This design comes from an exercise in tuning for small area, a short achievable clock period and few clock cycles per item on the open sky130 flow, not from production work.
At most, simulation tests tie the RTL to the original design; equivalence was not proved.
For run 1, only the layout was checked, not whether the RTL still works.

==> design.v <==
module gorse_round (
  input  wire [127:0] x_in,
  input  wire [31:0]  rk,
  output wire [127:0] x_out
);
  wire [31:0] x0 = x_in[31:0];
  wire [31:0] x1 = x_in[63:32];
  wire [31:0] x2 = x_in[95:64];
  wire [31:0] x3 = x_in[127:96];
  wire [31:0] a0 = x0 + rk;
  wire [31:0] a1 = x1 ^ {a0[24:0], a0[31:25]};    
  wire [31:0] a2 = x2 + a1;
  wire [31:0] a3 = x3 ^ {a2[18:0], a2[31:19]};    
  wire [31:0] b0 = a0 + a3;
  wire [31:0] b1 = a1 ^ {b0[13:0], b0[31:14]};    
  assign x_out = {b0, a3, a2, b1};
endmodule
module gorse_engine (
  input  wire         clk,
  input  wire         rst,
  input  wire         cmd_valid,
  output wire         cmd_ready,
  input  wire [1:0]   cmd_op,       
  input  wire [1:0]   cmd_slot,
  input  wire [127:0] cmd_key,      
  input  wire [31:0]  cmd_base,     
  input  wire [19:0]  cmd_pos,      
  input  wire [31:0]  cmd_index,    
  output wire         rsp_valid,
  output wire [127:0] rsp_data
);
  localparam OP_LOAD   = 2'd0;
  localparam OP_DERIVE = 2'd1;
  localparam integer NR    = 5;           
  localparam integer NPASS = 10 / NR;     
  localparam [31:0] GOLD = 32'h9E3779B9;
  localparam [31:0] D4   = GOLD * 4;
  localparam [31:0] C1   = GOLD;
  localparam [31:0] C2   = GOLD * 2;
  localparam [31:0] C3   = GOLD * 3;
  localparam [31:0] C4   = GOLD * 4;
  localparam [31:0] E0   = -(GOLD * 13);
  localparam [31:0] E1   = -(GOLD * 14);
  localparam [31:0] E2   = -(GOLD * 11);
  localparam [31:0] E3   = -(GOLD * 12);
  reg [127:0] tbl_key  [0:3];
  reg [31:0]  tbl_base [0:3];
  reg [127:0] px   [1:NR];
  reg [127:0] pk   [1:NR];
  reg         pv   [1:NR];
  reg         pwb  [1:NR];
  reg [1:0]   pslot[1:NR];
  reg [1:0]   ppass[1:NR];
  reg [127:0] ox, ok;
  reg         ov, owb;
  reg [1:0]   oslot;
  wire [31:0] bo0 = ox[31:0]   + ok[95:64]  + E0;
  wire [31:0] bo1 = ox[63:32]  + ok[127:96] + E1;
  wire [31:0] bo2 = ox[95:64]  + ok[31:0]   + E2;
  wire [31:0] bo3 = ox[127:96] + ok[63:32]  + E3;
  wire [127:0] block_out = {bo3, bo2, bo1, bo0};
  assign rsp_valid = ov;
  assign rsp_data  = block_out;
  reg [3:0] busy;
  integer j;
  always @(*) begin
    busy = 4'd0;
    for (j = 1; j <= NR; j = j + 1)
      if (pv[j] && pwb[j]) busy[pslot[j]] = 1'b1;
  end
  wire recirc   = pv[NR] & (ppass[NR] != NPASS - 1);
  wire is_load  = (cmd_op == OP_LOAD);
  assign cmd_ready = is_load | (~recirc & ~(cmd_op[1] & busy[cmd_slot]));
  wire accept   = cmd_valid & cmd_ready;
  wire enter    = accept & ~is_load;
  wire kill     = accept & is_load;
  wire fwd = ov & owb & (oslot == cmd_slot);
  wire [127:0] rd_key  = fwd ? block_out : tbl_key[cmd_slot];
  wire [31:0]  rd_base = tbl_base[cmd_slot];
  reg [127:0] x_init, k_raw;
  always @(*) begin
    if (cmd_op == OP_DERIVE) begin
      k_raw  = {32'h65446F6D, 32'h476F7273, cmd_key[63:0]};
      x_init = {64'd0, cmd_key[127:64]};
    end else begin
      k_raw  = rd_key;
      x_init = {rd_base, 32'd0, (cmd_op[0] ? cmd_index : 32'd0),
                4'h0, 6'd0, cmd_op[0], 1'b1, cmd_pos};
    end
  end
  wire [31:0] ki0 = k_raw[31:0]   + C1;
  wire [31:0] ki1 = k_raw[63:32]  + C2;
  wire [31:0] ki2 = k_raw[95:64]  + C3;
  wire [31:0] ki3 = k_raw[127:96] + C4;
  wire [127:0] k_init = {ki3, ki2, ki1, ki0};
  always @(posedge clk) begin
    if (ov && owb && !(kill && cmd_slot == oslot))
      tbl_key[oslot] <= block_out;
    if (kill)
      tbl_key[cmd_slot] <= cmd_key;
    if (accept && !cmd_op[1])
      tbl_base[cmd_slot] <= cmd_base;
  end
  wire [127:0] xn [1:NR];
  wire [127:0] kn [1:NR];
  genvar s;
  generate
    for (s = 1; s <= NR; s = s + 1) begin : g_stage
      wire [127:0] kk = pk[s];
      wire [31:0]  rk_next = kk[31:0] + D4;
      gorse_round u_round (
        .x_in  (px[s]),
        .rk    (kk[31:0]),
        .x_out (xn[s])
      );
      assign kn[s] = {rk_next, kk[127:32]};
      if (s < NR) begin : g_fwd
        always @(posedge clk) begin
          px[s+1]    <= xn[s];
          pk[s+1]    <= kn[s];
          pslot[s+1] <= pslot[s];
          ppass[s+1] <= ppass[s];
          pwb[s+1]   <= pwb[s] & ~(kill & (cmd_slot == pslot[s]));
          pv[s+1]    <= rst ? 1'b0 : pv[s];
        end
      end
    end
  endgenerate
  always @(posedge clk) begin
    if (recirc) begin
      px[1]    <= xn[NR];
      pk[1]    <= kn[NR];
      pslot[1] <= pslot[NR];
      ppass[1] <= ppass[NR] + 2'd1;
      pwb[1]   <= pwb[NR] & ~(kill & (cmd_slot == pslot[NR]));
    end else begin
      px[1]    <= x_init;
      pk[1]    <= k_init;
      pslot[1] <= cmd_slot;
      ppass[1] <= 2'd0;
      pwb[1]   <= (cmd_op == OP_DERIVE);
    end
    pv[1] <= rst ? 1'b0 : (recirc | enter);
  end
  always @(posedge clk) begin
    ox    <= xn[NR];
    ok    <= kn[NR];
    oslot <= pslot[NR];
    owb   <= pwb[NR] & ~(kill & (cmd_slot == pslot[NR]));
    ov    <= rst ? 1'b0 : (pv[NR] & (ppass[NR] == NPASS - 1));
  end
endmodule
==> run.sh <==
#!/bin/bash
# synth_recipe.tcl (not shown) runs the flow's synth.tcl, then flattens the netlist and writes it again
# the make line also repeats each setting of config.mk as NAME=value (left out here)
make -C /OpenROAD-flow-scripts/flow DESIGN_CONFIG=/design/flow/config.mk WORK_HOME=/design/flow/orfs CLKGATE_MAP_FILE= SYNTH_SCRIPT=/design/flow/synth_recipe.tcl finish
==> config.mk <==
export PLATFORM = sky130hd
export DESIGN_NAME = gorse_engine
export DESIGN_NICKNAME = gorse_engine
export VERILOG_FILES = /design/flow/design.v
export SDC_FILE = /design/flow/constraint.sdc
export NUM_CORES = 4
export LEC_CHECK = 0
export CAP_MARGIN = 20
export CORE_MARGIN = 2
export CORE_UTILIZATION = 40
export PLACE_DENSITY = 0.6
export SLEW_MARGIN = 20
==> constraint.sdc <==
create_clock -name core_clock -period 12.0 [get_ports {clk}]
set_input_delay 2.4000 -clock core_clock [delete_from_list [all_inputs] [get_ports {clk}]]
set_output_delay 2.4000 -clock core_clock [all_outputs]
set_load 0.01 [all_outputs]
==> flow_summary.json, run 1 <==
{
  "outcome": "timing/DRC/antenna clean",
  "dp_cells": 14200,
  "synth_edf_count": 640,
  "drtPass1Iterations": 8,
  "place_area_um2": 115000,
  "first_iter_violations": 11600,
  "vias": 88000,
  "clk_latency_ns": 0.97,
  "async_flop_share": 0,
  "rows": 189,
  "root_buffer": "clkbuf_16",
  "setup-violations-final": 0,
  "finish.utilization": 0.467,
  "layout-drive-gt1-share": 0.0850,
  "synthesis.area_per_instance_um2": 10.2,
  "max_freq_mhz": 85.8,
  "grtUsageMet3": 0.0864,
  "track_usage": 0.384,
  "netlist_area_um2": 107000,
  "rsz0062_at_grt": "no",
  "synth_warnings": 13,
  "holdPathStages": 0,
  "critPathSlowestCell": "xnor2_1",
  "antenna_found_initial": 106,
  "synth_cell_type_count": 118,
  "ff_latch_area_um2": 50600,
  "end_kind": "flip-flop",
  "initial_core_util": 0.402,
  "die_area_um2": 271000,
  "dp_hpwl_um": 441000,
  "crit_fanout": 4,
  "hold_path_class": "flip-flop to flip-flop",
  "rr_startpoint": "pk[5][0]$_DFF_P_",
  "worstSetupStartpointType": "flip-flop",
  "grt_use_met1": 0.501,
  "stdcell_area_um2": 124000,
  "drv_cap": 0,
  "core_area_um2": 265000,
  "synth_top_area_frac": 0.294,
  "required_ns": 12.82,
  "grt_pass1_vias": 80100,
  "drc": 0,
  "grt_max_degree": 138,
  "cts_tree": "built",
  "worstHoldEndpoint": "pk[5][83]$_DFF_P_",
  "place_ws_ns": 0.420,
  "syn_inst": 10500,
  "grt_pass1_wl_um": 704000,
  "ctsLongestPathBuffers": 4,
  "ios": 349,
  "critPathMaxStageDelay_ns": 0.78,
  "layoutNonFillerInstCount": 14800,
  "multi_input_area_um2": 53200,
  "synthTopCellsByArea": "dfxtp_1 29%, edfxtp_1 18%, ha_1 8.5%",
  "syn-num-nets": 11500,
  "rrSetupSlack_ns": 0.35,
  "viasPerCell": 5.94,
  "die_h_um": 521,
  "critPathKind": "flip-flop to flip-flop",
  "ys_seq_area_frac": 0.475,
  "cts_made_buffers": 241,
  "cp.arrival_ns": 12.47,
  "finalCriticalPeriod_ns": 11.65,
  "grtUsageMet2": 0.563,
  "synth_ff_type": "dfxtp_1",
  "io_buffer_count": 348,
  "die_x_um": 521,
  "min_from": "pk[4][115]$_DFF_P_",
  "synth_seq_cells": 2210,
  "postCtsSetupRepairBufs": 0,
  "worst_pin_slew_ns": 1.30,
  "htreeDepth": 4,
  "n_fill_cell": 24700,
  "synthToLayoutAreaGrowth_pct": 16.2,
  "relSlewSlack": 0.129,
  "setup_ws_ns": 0.350,
  "setup_tns_ns": 0,
  "maxSlewViolCount": 0,
  "wl_per_cell_um": 36.3,
  "drt_wl_total_um": 537000,
  "rr_worst_depth": 32,
  "overflow": 0,
  "ant_nets": 0,
  "skew_ns": 0.112,
  "final_nets": 11900,
  "clock-sinks": 2210,
  "clk_pin_slew_worst_paths_ns": 0.06,
  "synth_top_area_cell": "dfxtp_1",
  "rr_endpoint": "px[1][16]$_DFF_P_",
  "hold_viol": 0,
  "top_usage_layer": "met2",
  "place_congestion": 1.07,
  "fin_crit_sh": 0.971
}
through the flow:
stage,hold WS [ns]
floorplan,0.310
global placement,0.310
detailed placement,0.312
CTS,0.263
global route,0.278
finish,0.267
kinds of logic (layout without fill, tap and decap cells):
kind of cell	after synthesis	in the layout	share of synthesized area
simple gates	2709	2709	0.114
flops	2210	2210	0.475
buf+inv	879	1523	0.0326
compound gates	2546	2546	0.150
other cells	0	128	0
mux	219	219	0.0398
fa+ha+maj	740	740	0.0881
xor+xnor	1210	1210	0.101
metal layers:
layer  wire, um  share of wire
met1     216000           0.40
met2     227000           0.42
met3      50700          0.094
met4      43600          0.081
met5        280        0.00052
layout make-up:
cell class / count / area share
multi-input combinational: 7424 / 0.429
sequential: 2210 / 0.408
clock buffer: 320 / 0.0562
timing repair buffer: 526 / 0.0399
tap: 3533 / 0.0356
inverter: 552 / 0.0167
clock inverter: 125 / 0.0118
antenna: 128 / 0.00258
worst max-delay path: cells and delay by family (launching register included):
family,cells,cell delay [ns]
AO/OA/AOI/OAI,18,5.98
XOR/XNOR,4,1.92
AND/OR/NAND/NOR,6,1.87
adder cells (fa/ha/maj),4,1.38
flip-flops,1,0.38
how the worst max path moves through the flow:
stage,from,slack (ns),cells past startpoint,endpoint
2_1_floorplan,ov$_SDFF_PP0_,1.37,4,tbl_key[1][0]$_DFFE_PP_
3_3_place_gp,pk[5][1]$_DFF_P_,-0.44,33,px[1][8]$_DFF_P_
3_5_place_dp,pk[5][1]$_DFF_P_,0.42,33,px[1][11]$_DFF_P_
4_1_cts,pk[5][8]$_DFF_P_,0.34,33,px[1][11]$_DFF_P_
5_1_grt,pk[5][0]$_DFF_P_,0.003,32,px[1][14]$_DFF_P_
6_report,pk[5][0]$_DFF_P_,0.35,32,px[1][16]$_DFF_P_
Yosys cell counts, drive strengths merged, types with 30 or more instances:
| cell | count |
|---|---|
| xnor2 | 485 |
| edfxtp | 640 |
| and2 | 59 |
| a211oi | 82 |
| a21oi | 735 |
| a22o | 42 |
| mux2i | 52 |
| o21ai | 671 |
| mux4 | 160 |
| nor2b | 74 |
| or3 | 56 |
| a21boi | 30 |
| nand2 | 1222 |
| o21bai | 102 |
| nor3 | 127 |
| xor2 | 721 |
| clkbuf | 230 |
| nor2 | 625 |
| and3 | 94 |
| inv | 552 |
| ha | 721 |
| buf | 97 |
| a31oi | 94 |
| nand3 | 150 |
| o31ai | 62 |
| a21o | 290 |
| dfxtp | 1570 |
| or2 | 47 |
| o21a | 84 |
| o211ai | 66 |
| nand2b | 91 |
| nand4 | 53 |
sequential cells by signal, summed over array words and instances, names as in the netlist:
signal    flops
pv            5
tbl_key     512
pwb           5
pslot        10
owb           1
px          640
tbl_base    128
oslot         2
ox          128
pk          640
ok          128
ppass        10
ov            1
timing repair:
| action | 4_1_cts | 5_1_grt |
|---|---|---|
| hold buffers | 0 | 0 |
| resized for setup | 0 | 3 |
| endpoints found under the setup margin | 0 | 13 |
placed cells by master, fill, tap and decap left out, types with 51 or more instances in the layout:
master              n
dfxtp_1          1570
nand2_1          1222
a21oi_1           731
ha_1              721
xor2_1            705
o21ai_0           645
edfxtp_1          640
nor2_1            615
inv_1             554
xnor2_1           447
clkdlybuf4s50_1   345
a21o_1            288
clkbuf_16         254
buf_4             166
mux4_2            150
nand3_1           149
diode_2           128
nor3_1            123
o21bai_1          102
and3_1             93
a31oi_1            92
nand2b_1           89
o21a_1             84
a211oi_1           77
nor2b_1            72
o211ai_1           63
and2_1             57
o31ai_1            55
or3_1              54
nand4_1            53
mux2i_1            51
==> inputs of run 2 (changes only) <==
--- a/design.v
+++ b/design.v
@@ -4,13 +4,33 @@
   output wire [127:0] x_out
 );
+  function [31:0] add32(input [31:0] a, input [31:0] b);
+    reg [31:0] p, g, pp, gg;
+    integer i, d;
+    begin
+      p = a ^ b;
+      g = a & b;
+      for (d = 1; d < 32; d = d * 2) begin
+        pp = p;
+        gg = g;
+        for (i = 0; i < 32; i = i + 1)
+          if ((i / d) % 2 == 1) begin
+            gg[i] = g[i] | (p[i] & g[(i / d) * d - 1]);
+            pp[i] = p[i] & p[(i / d) * d - 1];
+          end
+        p = pp;
+        g = gg;
+      end
+      add32 = (a ^ b) ^ {g[30:0], 1'b0};
+    end
+  endfunction
   wire [31:0] x0 = x_in[31:0];
   wire [31:0] x1 = x_in[63:32];
   wire [31:0] x2 = x_in[95:64];
   wire [31:0] x3 = x_in[127:96];
-  wire [31:0] a0 = x0 + rk;
+  wire [31:0] a0 = add32(x0, rk);
   wire [31:0] a1 = x1 ^ {a0[24:0], a0[31:25]};    
-  wire [31:0] a2 = x2 + a1;
+  wire [31:0] a2 = add32(x2, a1);
   wire [31:0] a3 = x3 ^ {a2[18:0], a2[31:19]};    
-  wire [31:0] b0 = a0 + a3;
+  wire [31:0] b0 = add32(a0, a3);
   wire [31:0] b1 = a1 ^ {b0[13:0], b0[31:14]};    
   assign x_out = {b0, a3, a2, b1};
--- a/config.mk
+++ b/config.mk
@@ -6,7 +6,9 @@
 export NUM_CORES = 4
 export LEC_CHECK = 0
+export ABC_AREA = 1
 export CAP_MARGIN = 20
 export CORE_MARGIN = 2
-export CORE_UTILIZATION = 40
-export PLACE_DENSITY = 0.6
+export CORE_UTILIZATION = 50
+export PLACE_DENSITY = 0.7
+export SETUP_SLACK_MARGIN = 5
 export SLEW_MARGIN = 20
==> run 2 against run 1 <==
  * Critical path depth up 12
  * Area after synthesis grew 3.4%
  * Cell count up 16%
  * Register-to-register slack better by 4.6 ns
  * Critical endpoint is now px[1][3]$_DFF_P_
  * Non-clock buffer count grew 233
  * Clock skew grew 0.0093 ns
  * Critical path type unchanged
  * Cell area is 7.8% higher
==> flow_summary.json, run 2 <==
{
  "crit_fanout": 3,
  "synth_common_cells": "3532 x nand2_1, 1928 x inv_1, 1570 x dfxtp_1, 767 x o21ai_0, 749 x nor2_1",
  "viasPerCell": 5.82,
  "skew_ns": 0.122,
  "final_cell_mix": "3263 x nand2_1, 1860 x inv_1, 1504 x dfxtp_1",
  "ant_nets": 0,
  "die_h_um": 474,
  "overflow": 0,
  "startpoint": "pk[5][0]$_DFF_P_",
  "outcome": "timing/DRC/antenna clean",
  "layout-drive-gt1-share": 0.138,
  "clk_pin_slew_worst_paths_ns": 0.06,
  "cp.arrival_ns": 7.84,
  "syn_inst": 13400,
  "ys_seq_area_frac": 0.459,
  "met1Wirelength_um": 204000,
  "drv_cap": 0,
  "n_fill_cell": 19300,
  "netlist_area_um2": 110000,
  "synth.most_common_cell": "nand2_1",
  "hold_viol": 0,
  "maxSlewViolCount": 0,
  "cts_tree": "built",
  "clock-sinks": 2210,
  "htreeDepth": 4,
  "max_freq_mhz": 141,
  "finalCriticalPeriod_ns": 7.08,
  "top_layer_used": "met5",
  "synthesis.area_per_instance_um2": 8.26,
  "cts_made_buffers": 224,
  "synthToLayoutAreaGrowth_pct": 21.1,
  "synth_top_area_cell": "dfxtp_1",
  "wl_met2_um": 230000,
  "setup-violations-final": 0,
  "synth_edf_count": 640,
  "end_kind": "flip-flop",
  "setup_ws_ns": 4.92,
  "critPathSlowestCell": "fa_2",
  "dp_hpwl_um": 452000,
  "holdPathStages": 0,
  "critPathMaxStageDelay_ns": 0.68,
  "synth_seq_cells": 2210,
  "fin_crit_sh": 0.590,
  "drtPass1Iterations": 6,
  "final_common_cell": "nand2_1",
  "stdcell_area_um2": 134000,
  "initial_core_util": 0.503,
  "grt_pass1_vias": 90400,
  "final_nets": 15000,
  "required_ns": 12.75,
  "place_area_um2": 117000,
  "rsz0062_at_grt": "yes",
  "ios": 349,
  "io_buffer_count": 348,
  "syn-num-nets": 14400,
  "antenna_found_initial": 113,
  "met3_length_um": 62500,
  "setup_tns_ns": 0,
  "drc": 0,
  "first_iter_violations": 13300,
  "cts_hold_buf": 0,
  "drt_wl_total_um": 559000,
  "biggestRegsByFlops": "pk x640, px x640, tbl_key x512",
  "rr_startpoint": "pk[5][0]$_DFF_P_",
  "hold_path_class": "flip-flop to flip-flop",
  "relSlewSlack": 0.139,
  "clk_latency_ns": 0.97,
  "grt_max_degree": 144,
  "endpoint": "px[1][3]$_DFF_P_",
  "synth_cell_type_count": 66,
  "die_area_um2": 225000,
  "async_flop_share": 0,
  "rr_endpoint": "px[1][3]$_DFF_P_",
  "vias": 100000,
  "synthTopCellsByArea": "dfxtp_1 28%, edfxtp_1 17%, nand2_1 12%",
  "wl_per_cell_um": 32.5,
  "root_buffer": "clkbuf_16",
  "rrSetupSlack_ns": 4.92,
  "track_usage": 0.484,
  "grt_pass1_wl_um": 735000,
  "rows": 172,
  "place_ws_ns": 2.80,
  "place_congestion": 1.13,
  "synth_ff_type": "dfxtp_1",
  "synth_warnings": 14,
  "critPathKind": "flip-flop to flip-flop",
  "ctsLongestPathBuffers": 3,
  "worstSetupStartpointType": "flip-flop",
  "worst_pin_slew_ns": 1.29,
  "rr_worst_depth": 44,
  "synth_top_area_frac": 0.285,
  "cpMostUsedCell": "nand2_4",
  "core_area_um2": 220000,
  "die_x_um": 474
}
[run 2: logic make-up after synthesis]
logic type                 share of synthesized area
AOI/OAI and AO/OA                             0.0955
xor gates and xnor gates                      0.0639
adders and majority gates                     0.0941
buffers and inverters                         0.0799
DFF                                            0.459
and+or+nand+nor                                0.208
[run 2: worst min-delay path by stage]
stage,endpoint,slack [ns],startpoint
2_1_floorplan,pk[2][0]$_DFF_P_,0.31,pk[1][32]$_DFF_P_
3_3_place_gp,pk[3][66]$_DFF_P_,0.31,pk[2][98]$_DFF_P_
3_5_place_dp,pk[2][81]$_DFF_P_,0.31,pk[1][113]$_DFF_P_
4_1_cts,pk[5][46]$_DFF_P_,0.23,pk[4][78]$_DFF_P_
5_1_grt,pk[5][46]$_DFF_P_,0.25,pk[4][78]$_DFF_P_
6_report,pk[5][46]$_DFF_P_,0.23,pk[4][78]$_DFF_P_
[run 2: metrics by stage]
step | hold slack, ns | std cells | utilization
6_report | 0.231 | 17200 | 0.609
3_3_place_gp | 0.310 | 16400 | 0.534
5_1_grt | 0.249 | 17100 | 0.608
4_1_cts | 0.228 | 17000 | 0.590
2_1_floorplan | 0.310 | 13400 | -
3_5_place_dp | 0.312 | 16400 | 0.534
[run 2: what timing repair did]
item	in CTS	in global routing
setup buffers	180	121
resized for setup	569	715
endpoints found under the setup margin	403	329
gates cloned	1	0
pin swaps	184	312
[run 2: layout make-up]
class,count,area (um2),area share
multi-input cells,8891,56300,0.421
flip-flops and latches,2210,50800,0.380
well taps,2871,3590,0.0269
inverters,1954,7440,0.0556
diodes,77,193,0.00144
clock inverters,125,1930,0.0145
clock buffers,302,6510,0.0487
repair buffers,759,6930,0.0518
[run 2: critical path, delay by kind of cell, from the launching register on]
| kind | cells | cell delay [ns] |
|---|---|---|
| buffers and inverters | 11 | 0.86 |
| AND/OR/NAND/NOR | 16 | 1.34 |
| flip-flops | 1 | 0.37 |
| XOR/XNOR | 5 | 1.05 |
| AO/OA/AOI/OAI | 5 | 0.77 |
| adder cells (fa/ha/maj) | 7 | 2.54 |
[run 2: metal layers]
layer | GRT usage | vias up
li1 | - | 44600
met1 | 0.593 | 47300
met2 | 0.701 | 6476
met3 | 0.122 | 1669
met4 | 0.436 | 48
met5 | 0.000216 | -
Testbench counts of run 2, summed over its fixed seeds: cycles 18,701, items 7,386.
==> inputs of run 3 (changes only) <==
--- a/config.mk
+++ b/config.mk
@@ -10,4 +10,6 @@
 export CORE_MARGIN = 2
 export CORE_UTILIZATION = 50
+export CTS_CLUSTER_DIAMETER = 80
+export CTS_CLUSTER_SIZE = 25
 export PLACE_DENSITY = 0.7
 export SETUP_SLACK_MARGIN = 5
==> run 3 against run 2 <==
  * Still clean on timing, DRC and antenna
  * Largest cell class unchanged
  * Global-route usage fell by 0.45 points
  * Routed wire length fell by 0.99%
  * Count of clock-buffer cells in the layout fell by 156
  * Register-to-register slack got worse by 0.06 ns
  * Worst hold slack improved by 0.082 ns
  * Critical path type unchanged
  * Non-clock buffer count rose by 10
  * Synthesized cell count did not move
  * Clock skew fell by 0.063 ns
  * Flip-flop and latch count did not move
  * Cell area fell by 3.0%
==> flow_summary.json, run 3 <==
{
  "setup_tns_ns": 0,
  "synth_common_cells": "3532 x nand2_1, 1928 x inv_1, 1570 x dfxtp_1, 767 x o21ai_0, 749 x nor2_1",
  "clk_pin_slew_worst_paths_ns": 0.10,
  "rows": 172,
  "crit_buf_inv": 9,
  "ctsLongestPathBuffers": 3,
  "synth_top_area_frac": 0.285,
  "drtPass1Iterations": 6,
  "dp_hpwl_um": 452000,
  "worstSetupStartpointType": "flip-flop",
  "syn_inst": 13400,
  "grt_use_met1": 0.586,
  "top_usage_layer": "met2",
  "grt_pass1_vias": 88500,
  "die_x_um": 474,
  "hold_viol": 0,
  "netlist_area_um2": 110000,
  "synth_cell_type_count": 66,
  "core_area_um2": 220000,
  "finalCriticalPeriod_ns": 7.14,
  "synthTopCellsByArea": "dfxtp_1 28%, edfxtp_1 17%, nand2_1 12%",
  "synth_warnings": 14,
  "overflow": 0,
  "outcome": "timing/DRC/antenna clean",
  "cts_tree": "built",
  "synth_edf_count": 640,
  "first_iter_violations": 12200,
  "root_buffer": "clkbuf_16",
  "required_ns": 12.70,
  "synthToLayoutAreaGrowth_pct": 17.4,
  "synth_seq_cells": 2210,
  "grt_pass1_wl_um": 727000,
  "initial_core_util": 0.503,
  "htreeDepth": 4,
  "final_common_cell": "nand2_1",
  "skew_ns": 0.0583,
  "synth_top_area_cell": "dfxtp_1",
  "rsz0062_at_grt": "yes",
  "viasPerCell": 5.82,
  "wl_per_cell_um": 32.6,
  "syn-num-nets": 14400,
  "cp.arrival_ns": 7.85,
  "antenna_found_initial": 103,
  "drv_cap": 0,
  "die_h_um": 474,
  "final_cell_mix": "3251 x nand2_1, 1864 x inv_1, 1509 x dfxtp_1",
  "critPathSlowestCell": "fa_1",
  "critPathMaxStageDelay_ns": 0.49,
  "hold_path_class": "flip-flop to flip-flop",
  "synth.most_common_cell": "nand2_1",
  "grt_max_degree": 144,
  "crit_family": "adder cells",
  "relSlewSlack": 0.116,
  "fin_crit_sh": 0.595,
  "end_kind": "flip-flop",
  "ios": 349,
  "synthesis.area_per_instance_um2": 8.26,
  "ys_seq_area_frac": 0.459,
  "worst_pin_slew_ns": 1.31,
  "place_congestion": 1.13,
  "holdWs_ns": 0.313,
  "biggestRegsByFlops": "pk x640, px x640, tbl_key x512",
  "crit_fanout": 4,
  "clock-sinks": 2210,
  "cts_made_buffers": 130,
  "ant_nets": 0,
  "vias": 98700,
  "clk_latency_ns": 0.88,
  "synth_ff_type": "dfxtp_1",
  "final_nets": 15000,
  "setup-violations-final": 0,
  "grtUsageMet3": 0.130,
  "drt_wl_total_um": 554000,
  "die_area_um2": 225000,
  "io_buffer_count": 348,
  "critPathKind": "flip-flop to flip-flop",
  "maxSlewViolCount": 0,
  "layout-drive-gt1-share": 0.128,
  "drc": 0,
  "grtUsageMet2": 0.698,
  "max_freq_mhz": 140,
  "cpMostUsedCell": "nand2_4",
  "async_flop_share": 0,
  "track_usage": 0.480
}
run 3: cells by family (layout without fill, tap and decap cells):
kind of cell    Yosys count  in the layout  share of synthesized area
other cells               0             46                          0
buf+inv                2269           2941                     0.0799
xor+xnor                754            754                     0.0639
simple gates           5521           5521                      0.208
compound gates         1833           1833                     0.0955
fa+ha+maj               783            783                     0.0941
flops                  2210           2210                      0.459
run 3: path summary, 6_finish.rpt:
path                     startpoint           endpoint  slack (ns)  depth (start not counted)
setup / recovery   pk[5][0]$_DFF_P_   px[1][3]$_DFF_P_        4.86                         44
hold reg to reg   pk[4][93]$_DFF_P_  pk[5][61]$_DFF_P_        0.31                          0
setup reg to reg   pk[5][0]$_DFF_P_   px[1][3]$_DFF_P_        4.86                         44
hold / removal    pk[4][93]$_DFF_P_  pk[5][61]$_DFF_P_        0.31                          0
run 3: what timing repair did:
item                       4_1_cts  5_1_grt
hold buffers                     0        0
setup endpoints to repair      396      324
cloned                           1        0
setup buffers                  173      139
hold endpoints to repair         0        0
resized for setup              507      772
pin swaps                      163      311
run 3: per-layer routing:
| layer | part of all wire | wire [um] |
|---|---|---|
| met1 | 0.37 | 204000 |
| met2 | 0.41 | 228000 |
| met3 | 0.11 | 61200 |
| met4 | 0.11 | 60700 |
| met5 | 0.00074 | 411 |
run 3: area by class of cell:
type,instances,area [um2]
antenna,46,115
clock buffer,146,3360
clock inverter,72,1100
fill,19900,89800
inverter,1954,7430
multi-input combinational,8891,56200
sequential,2210,50800
tap,2871,3590
timing repair buffer,769,7090
run 3: per-stage QoR:
stage / area [um2] / cells / setup WS, ns / util
after CTS: 125000 / 16800 / 4.87 / 0.570
after global placement: 117000 / 16400 / 2.96 / 0.534
final: 130000 / 17000 / 4.86 / 0.591
after floorplan: 110000 / 13400 / 2.93 / -
after detailed placement: 117000 / 16400 / 2.80 / 0.534
after global routing: 130000 / 16900 / 4.67 / 0.590
==> inputs of run 4 (changes only) <==
--- a/config.mk
+++ b/config.mk
@@ -9,8 +9,8 @@
 export CAP_MARGIN = 20
 export CORE_MARGIN = 2
-export CORE_UTILIZATION = 50
+export CORE_UTILIZATION = 45
 export CTS_CLUSTER_DIAMETER = 80
 export CTS_CLUSTER_SIZE = 25
-export PLACE_DENSITY = 0.7
+export PLACE_DENSITY = 0.65
 export SETUP_SLACK_MARGIN = 5
 export SLEW_MARGIN = 20
==> run 4 against run 3 <==
  * First-iteration DRC count rose by 1.9%
  * Synthesized cell count did not move
  * Highest routed layer unchanged
  * Maximum frequency increased by 0.44%
  * Flip-flop and latch count unchanged
  * Routed wire length about the same
  * Global-route usage shrank 5.0 points
==> flow_summary.json, run 4 <==
{
  "outcome": "timing/DRC/antenna clean",
  "critPathMaxStageDelay_ns": 0.66,
  "synth_xor_area_frac": 0.0639,
  "grt_max_degree": 143,
  "final_cell_mix": "3277 x nand2_1, 1860 x inv_1, 1504 x dfxtp_1",
  "netlist_area_um2": 110000,
  "critPathSlowestCell": "fa_2",
  "place_congestion": 1.10,
  "synth_seq_cells": 2210,
  "grt_pass1_vias": 88200,
  "cts_made_buffers": 133,
  "syn_inst": 13400,
  "die_x_um": 499,
  "fin_crit_sh": 0.593,
  "synthToLayoutAreaGrowth_pct": 17.9,
  "overflow": 0,
  "critPathKind": "flip-flop to flip-flop",
  "dp_hpwl_um": 455000,
  "die_h_um": 499,
  "skew_ns": 0.0567,
  "cpMostUsedCell": "nand2_4",
  "final_common_cell": "nand2_1",
  "ff_latch_area_um2": 50800,
  "crit_fanout": 4,
  "ios": 349,
  "synth-simple-area-share": 0.208,
  "synth_common_cells": "3532 x nand2_1, 1928 x inv_1, 1570 x dfxtp_1, 767 x o21ai_0, 749 x nor2_1",
  "finish.utilization": 0.534,
  "layout-drive-gt1-share": 0.125,
  "clk_pin_slew_worst_paths_ns": 0.09,
  "synth_compound_area_frac": 0.0955,
  "maxSlewViolCount": 0,
  "cp.arrival_ns": 7.83,
  "die_area_um2": 249000,
  "biggestRegsByFlops": "pk x640, px x640, tbl_key x512",
  "ys_seq_area_frac": 0.459,
  "ant_nets": 0,
  "async_flop_share": 0,
  "required_ns": 12.72,
  "cts_hold_buf": 0,
  "setup_tns_ns": 0,
  "synth_top_family_by_area": "simple AND/OR/NAND/NOR gates",
  "max_freq_mhz": 141,
  "clk_latency_ns": 0.88,
  "synth_warnings": 14,
  "grt_pass1_wl_um": 728000,
  "synth_top_area_frac": 0.285,
  "viasPerCell": 5.62,
  "synth_top_area_cell": "dfxtp_1",
  "antenna_found_initial": 105,
  "ctsLongestPathBuffers": 3,
  "first_iter_violations": 12400,
  "drv_cap": 0,
  "io_buffer_count": 348,
  "synth.most_common_cell": "nand2_1",
  "drc": 0,
  "worst_pin_slew_ns": 1.37,
  "synth_edf_count": 640,
  "end_kind": "flip-flop",
  "synth-adder-area-share": 0.0941,
  "place_ws_ns": 2.73,
  "hold_viol": 0,
  "setup-violations-final": 0,
  "relSlewSlack": 0.0777,
  "rows": 181,
  "cts_tree": "built",
  "synthTopCellsByArea": "dfxtp_1 28%, edfxtp_1 17%, nand2_1 12%",
  "synthesis.area_per_instance_um2": 8.26,
  "rsz0062_at_grt": "yes",
  "multi_input_area_um2": 56200,
  "synth_cell_type_count": 66,
  "vias": 97400,
  "synth_mux_area_frac": 0,
  "htreeDepth": 4,
  "track_usage": 0.430,
  "synth_ff_type": "dfxtp_1",
  "core_area_um2": 244000,
  "syn-num-nets": 14400,
  "n_fill_cell": 23100,
  "setup_ws_ns": 4.89,
  "finalCriticalPeriod_ns": 7.11,
  "initial_core_util": 0.453,
  "drt_wl_total_um": 553000,
  "wl_per_cell_um": 31.9,
  "worstSetupStartpointType": "flip-flop",
  "root_buffer": "clkbuf_16",
  "drtPass1Iterations": 8,
  "clock-sinks": 2210,
  "hold_path_class": "flip-flop to flip-flop",
  "final_nets": 15000
}
-- run 4: cell counts after synthesis --
No cell type changed its count.
-- run 4: stage by stage --
| step | hold slack [ns] | cells | instance area, um2 |
|---|---|---|---|
| floorplan | 0.310 | 13400 | 110000 |
| detailed placement | 0.312 | 16700 | 117000 |
| finish | 0.316 | 17300 | 130000 |
| global placement | 0.310 | 16700 | 117000 |
| global route | 0.318 | 17300 | 130000 |
| CTS | 0.318 | 17100 | 125000 |
-- run 4: final cells by class --
| cell class | count | area share |
|---|---|---|
| Antenna cell | 79 | 0.00152 |
| Sequential cell | 2210 | 0.390 |
| Tap cell | 3202 | 0.0308 |
| Timing Repair Buffer | 769 | 0.0534 |
| Clock inverter | 72 | 0.00855 |
| Inverter | 1954 | 0.0571 |
| Clock buffer | 153 | 0.0268 |
| Multi-Input combinational cell | 8893 | 0.432 |
| Timing Repair inverter | 1 | 0.0000673 |
-- run 4: cells by family (layout without fill, tap and decap cells) --
logic type / after synthesis / count (layout)
compound gates: 1833 / 1833
xor+xnor: 754 / 754
buf+inv: 2269 / 2949
flops: 2210 / 2210
fa+ha+maj: 783 / 783
other cells: 0 / 79
simple gates: 5521 / 5523
-- run 4: worst paths after layout --
kind	startpoint	to	slack, ns	cells past startpoint
setup / recovery	pk[5][0]$_DFF_P_	px[1][3]$_DFF_P_	4.89	39
hold / removal	pk[2][72]$_DFF_P_	pk[3][40]$_DFF_P_	0.32	0
setup reg to reg	pk[5][0]$_DFF_P_	px[1][3]$_DFF_P_	4.89	39
hold reg to reg	pk[2][72]$_DFF_P_	pk[3][40]$_DFF_P_	0.32	0
-- run 4: worst max-delay path, delay by kind of cell, from the launching register on --
family          cells  cell delay [ns]
fa+ha+maj           7             2.61
simple gates       14             1.08
compound gates      5             1.02
xor+xnor            5             0.98
buf+inv             8             0.88
flops               1             0.38
-- run 4: repair_timing --
action	in CTS	in global routing
pin swaps	132	312
buffers inserted	143	170
endpoints found under the setup margin	441	344
gates resized for setup	465	780
cloned	2	2
-- run 4: per-layer routing --
layer | GRT usage | part of all wire | vias to the layer above
met5 | 0 | 0.00043 | -
met4 | 0.334 | 0.099 | 38
met3 | 0.0853 | 0.095 | 1315
met2 | 0.644 | 0.42 | 5405
met1 | 0.543 | 0.38 | 46400
li1 | - | - | 44300

port drivers added, routing unchanged:
The flow's constraints put no driver on any port. The routed layouts listed below were extracted and timed again, unchanged, in two steps.
Step 1 sets driving cells, clkbuf_16 on the clock port and buf_2 on the other inputs (assumed; they add their load-dependent delay and slew).
Step 2 times the ports against the registers' clock, not the clock port: input delays grow and output delays shrink by t, the midpoint of the rising clock arrivals with the driver on.
Three values: ideal ports, drivers, drivers and shift; two values: the first two.
run | t (ns) | setup slack, ns | worst setup path after step 2 | latest minus earliest clock arrival (ns) | slew at the worst register clock pin (ns)
run 1 | 1.028 | 0.350 / 0.350 / 0.350 | register to register | 0.112 / 0.113 | 0.08 / 0.08
run 2 | 1.018 | 4.917 / 4.863 / 4.084 | input to register | 0.124 / 0.124 | 0.08 / 0.08
run 3 | 0.956 | 4.858 / 4.858 / 4.185 | input to register | 0.065 / 0.065 | 0.11 / 0.11
run 4 | 0.959 | 4.889 / 4.836 / 4.117 | input to register | 0.061 / 0.061 | 0.11 / 0.11
After both steps setup and hold are still met in every run listed. The setup slack of run 2, which loses most, moves by -0.054 ns with the drivers and by -0.833 ns with both steps.
